This design comes from an exercise in tuning for small area and a short achievable clock period on the open sky130 flow, not from production work. Function was checked by simulation only, so behaviour that the tests miss may differ from the original.

Design cwu_codec, start of the top module:
module cwu_codec (
    input  wire        clk,
    input  wire        rst,
    input  wire        enc_valid,
    input  wire [63:0] enc_data,
    input  wire [35:0] enc_h,
    input  wire [2:0]  enc_word,
    input  wire        enc_poison,
    output reg         enc_out_valid,
    output reg  [23:0] enc_check,
    input  wire        dec_valid,
    input  wire [63:0] dec_data,
    input  wire [23:0] dec_check,
    input  wire [35:0] dec_h,
    input  wire [2:0]  dec_word,
    input  wire        dec_erase_en,
    input  wire [3:0]  dec_erase_dev,
    output reg         dec_out_valid,
    output reg  [63:0] dec_out_data,
    output reg  [2:0]  dec_outcome,
    output reg  [3:0]  dec_position,
    output reg  [23:0] dec_synd
);
    wire [23:0] enc_lin;
  ...
Size in the first run: ~2300 cells after synthesis, about 220 flip-flops, ~360 I/O pins, roughly 21000 um2 of cells after synthesis.
clock: 28.0 ns
lec_check: 0
cap_margin: 20
core_margin: 2
core_utilization: 50
gpl_routability_driven: 1
slew_margin: 20
standard.sh (not shown) runs the stock make flow with config.mk's settings and CLKGATE_MAP_FILE= SYNTH_SCRIPT=/design/flow/synth_recipe.tcl, a recipe that flattens the netlist after the stock synthesis.
==> flow/flow/run.sh <==
#!/bin/bash
# Own flow: the standard layout (standard.sh) with two changes:
#  - ABC maps the logic with flow/abc.script (an area-oriented mapping
#    followed by ABC's buffering and sizing) instead of ORFS's
#    abc_speed/abc_area script; the synthesis passes before and after ABC
#    are standard.sh's own (synth_recipe.tcl);
#  - the port buffers that global placement inserts on every input and
#    output are sky130_fd_sc_hd__buf_2 cells.
# Each tool's output is in orfs/logs/ (per step) and make_flow.log.
set -euo pipefail
W=$(pwd)
cp flow/abc.script "$W/abc_custom.script"
cat > "$W/custom_synth.tcl" <<EOT
proc abc {args} {
  set i [lsearch -exact \$args -script]
  if {\$i >= 0} { lset args [expr {\$i + 1}] $W/abc_custom.script }
  puts "custom abc script: $W/abc_custom.script"
  yosys abc {*}\$args
}
source $W/synth_recipe.tcl
EOT
sed -e "s#SYNTH_SCRIPT=[^ ]*#SYNTH_SCRIPT=$W/custom_synth.tcl 'BUFFER_PORTS_ARGS=-buffer_cell sky130_fd_sc_hd__buf_2' SETUP_SLACK_MARGIN=21#" standard.sh > "$W/custom_standard.sh"
grep -q "SYNTH_SCRIPT=$W/custom_synth.tcl" "$W/custom_standard.sh"
bash "$W/custom_standard.sh" > "$W/make_flow.log" 2>&1
==> flow/flow/abc.script <==
strash
ifraig
scorr
dc2
dch -f
&get -n
&st
&dch
&nf -R 1000
&put
buffer -c
topo
stime -c
upsize -c
dnsize -c
Edit:
--- a/flow/flow/run.sh
+++ b/flow/flow/run.sh
@@ -5,4 +5,5 @@
 #    abc_speed/abc_area script; the synthesis passes before and after ABC
 #    are standard.sh's own (synth_recipe.tcl);
+#  - repair_timing aims for SETUP_SLACK_MARGIN=20 ns of setup slack;
 #  - the port buffers that global placement inserts on every input and
 #    output are sky130_fd_sc_hd__buf_2 cells.
@@ -20,5 +21,5 @@
 source $W/synth_recipe.tcl
 EOT
-sed -e "s#SYNTH_SCRIPT=[^ ]*#SYNTH_SCRIPT=$W/custom_synth.tcl 'BUFFER_PORTS_ARGS=-buffer_cell sky130_fd_sc_hd__buf_2' SETUP_SLACK_MARGIN=21#" standard.sh > "$W/custom_standard.sh"
+sed -e "s#SYNTH_SCRIPT=[^ ]*#SYNTH_SCRIPT=$W/custom_synth.tcl 'BUFFER_PORTS_ARGS=-buffer_cell sky130_fd_sc_hd__buf_2' SETUP_SLACK_MARGIN=20#" standard.sh > "$W/custom_standard.sh"
 grep -q "SYNTH_SCRIPT=$W/custom_synth.tcl" "$W/custom_standard.sh"
 bash "$W/custom_standard.sh" > "$W/make_flow.log" 2>&1
Effect: Wire length drops by 2.0%; fmax drops by 10%; via count drops by 2.9%; core utilization drops by 8.2 points; worst setup slack loses 810 ps.
Edit:
--- a/flow/flow/run.sh
+++ b/flow/flow/run.sh
@@ -5,7 +5,7 @@
 #    abc_speed/abc_area script; the synthesis passes before and after ABC
 #    are standard.sh's own (synth_recipe.tcl);
-#  - repair_timing aims for SETUP_SLACK_MARGIN=20 ns of setup slack;
+#  - repair_timing aims for SETUP_SLACK_MARGIN=20.5 ns of setup slack;
 #  - the port buffers that global placement inserts on every input and
-#    output are sky130_fd_sc_hd__buf_2 cells.
+#    output are sky130_fd_sc_hd__buf_1 cells.
 # Each tool's output is in orfs/logs/ (per step) and make_flow.log.
 set -euo pipefail
@@ -21,5 +21,5 @@
 source $W/synth_recipe.tcl
 EOT
-sed -e "s#SYNTH_SCRIPT=[^ ]*#SYNTH_SCRIPT=$W/custom_synth.tcl 'BUFFER_PORTS_ARGS=-buffer_cell sky130_fd_sc_hd__buf_2' SETUP_SLACK_MARGIN=20#" standard.sh > "$W/custom_standard.sh"
+sed -e "s#SYNTH_SCRIPT=[^ ]*#SYNTH_SCRIPT=$W/custom_synth.tcl 'BUFFER_PORTS_ARGS=-buffer_cell sky130_fd_sc_hd__buf_1' SETUP_SLACK_MARGIN=20.5#" standard.sh > "$W/custom_standard.sh"
 grep -q "SYNTH_SCRIPT=$W/custom_synth.tcl" "$W/custom_standard.sh"
 bash "$W/custom_standard.sh" > "$W/make_flow.log" 2>&1
==> flow/flow/abc.script (replaced) <==
strash
ifraig
scorr
dc2
dch -f
&get -n
&st
&dch
&nf -R 1000
&put
topo
--- a/flow/config.mk
+++ b/flow/config.mk
@@ -9,4 +9,6 @@
 export CORE_MARGIN = 2
 export CORE_UTILIZATION = 50
+export CTS_CLUSTER_DIAMETER = 100
+export CTS_CLUSTER_SIZE = 30
 export GPL_ROUTABILITY_DRIVEN = 1
 export SLEW_MARGIN = 20
What happened: The new run finished clean; global-route usage increases by 1.4 points; die area decreases by 4.4%; critical path depth decreases by 21; first-iteration DRC count decreases by 0.74%; final cell count decreases by 0.56%; cell area decreases by 2.2%; setup slack gains 370 ps.
Edit:
--- a/flow/flow/run.sh
+++ b/flow/flow/run.sh
@@ -1,8 +1,7 @@
 #!/bin/bash
-# Own flow: the standard layout (standard.sh) with two changes:
-#  - ABC maps the logic with flow/abc.script (an area-oriented mapping
-#    followed by ABC's buffering and sizing) instead of ORFS's
-#    abc_speed/abc_area script; the synthesis passes before and after ABC
-#    are standard.sh's own (synth_recipe.tcl);
+# Own flow: the standard layout (standard.sh) with these changes:
+#  - ABC maps the logic with flow/abc.script (an area-oriented mapping)
+#    instead of ORFS's abc_speed/abc_area script; the synthesis passes
+#    before and after ABC are standard.sh's own (synth_recipe.tcl);
 #  - repair_timing aims for SETUP_SLACK_MARGIN=20.5 ns of setup slack;
 #  - the port buffers that global placement inserts on every input and
--- a/flow/config.mk
+++ b/flow/config.mk
@@ -9,6 +9,6 @@
 export CORE_MARGIN = 2
 export CORE_UTILIZATION = 50
-export CTS_CLUSTER_DIAMETER = 100
-export CTS_CLUSTER_SIZE = 30
+export CTS_CLUSTER_DIAMETER = 120
+export CTS_CLUSTER_SIZE = 25
 export GPL_ROUTABILITY_DRIVEN = 1
 export SLEW_MARGIN = 20
Effect: Synthesized cell count is unchanged; global-route usage is about the same; utilization hardly moves; routed wire length came out higher by 0.35%.
Edit:
--- a/flow/flow/run.sh
+++ b/flow/flow/run.sh
@@ -1,7 +1,8 @@
 #!/bin/bash
-# Own flow: the standard layout (standard.sh) with these changes:
-#  - ABC maps the logic with flow/abc.script (an area-oriented mapping)
-#    instead of ORFS's abc_speed/abc_area script; the synthesis passes
-#    before and after ABC are standard.sh's own (synth_recipe.tcl);
+# Own flow: the standard layout (standard.sh) with two changes:
+#  - ABC maps the logic with flow/abc.script (an area-oriented mapping
+#    followed by ABC's buffering and sizing) instead of ORFS's
+#    abc_speed/abc_area script; the synthesis passes before and after ABC
+#    are standard.sh's own (synth_recipe.tcl);
 #  - repair_timing aims for SETUP_SLACK_MARGIN=20.5 ns of setup slack;
 #  - the port buffers that global placement inserts on every input and
--- a/flow/config.mk
+++ b/flow/config.mk
@@ -9,6 +9,5 @@
 export CORE_MARGIN = 2
 export CORE_UTILIZATION = 50
-export CTS_CLUSTER_DIAMETER = 120
-export CTS_CLUSTER_SIZE = 25
 export GPL_ROUTABILITY_DRIVEN = 1
+export PLACE_DENSITY = 0.7
 export SLEW_MARGIN = 20
Result:
- worst setup slack got worse by 52 ps
- cell count went up by 1.4%
- die area stays the same
- final area went up by 2.7%
- routed wire length went up by 2.3%
- register-to-register slack improved by 80 ps
- global-route usage went up by 0.46 points
Edit:
==> flow/flow/abc.script (replaced) <==
strash
ifraig
scorr
dc2
dch -f
&get -n
&st
&dch
&nf -R 1000 -E 10
&put
buffer -c
topo
stime -c
upsize -c
dnsize -c
--- a/flow/config.mk
+++ b/flow/config.mk
@@ -10,4 +10,3 @@
 export CORE_UTILIZATION = 50
 export GPL_ROUTABILITY_DRIVEN = 1
-export PLACE_DENSITY = 0.7
 export SLEW_MARGIN = 20
Result:
- worst setup slack gets better by 14 ps

## re-timing with driven ports
In the flow no input, the clock included, has a driving cell. The finished layouts below were timed again as built, in two steps.
Step 1 sets driving cells, clkbuf_16 on the clock port and buf_2 on the other inputs (assumed; they add their load-dependent delay and slew).
Step 2 also shifts input and output timing later by t, the mid clock arrival at the registers, as if the neighbouring blocks saw the same clock.
Three values: no drivers, after step 1, after step 2; two values: the first two.
run	t, ns	setup WS [ns]	worst setup path after step 2	latest minus earliest clock arrival (ns)
the first run	0.599	20.969 / 21.000 / 20.401	input to register	0.012 / 0.012
the second run	0.617	20.161 / 20.161 / 19.820	input to register	0.017 / 0.017
the third run	0.574	20.531 / 20.569 / 19.995	input to register	0.045 / 0.046
the fourth run	0.578	20.542 / 20.580 / 20.002	input to register	0.032 / 0.031
the fifth run	0.623	20.490 / 20.519 / 19.895	input to register	0.037 / 0.037
the sixth run	0.599	20.504 / 20.533 / 19.934	input to register	0.020 / 0.020
After both steps every run listed still meets setup and hold. The setup slack of the fifth run, which loses most, moves by +0.029 ns with the drivers and by -0.595 ns with both steps.
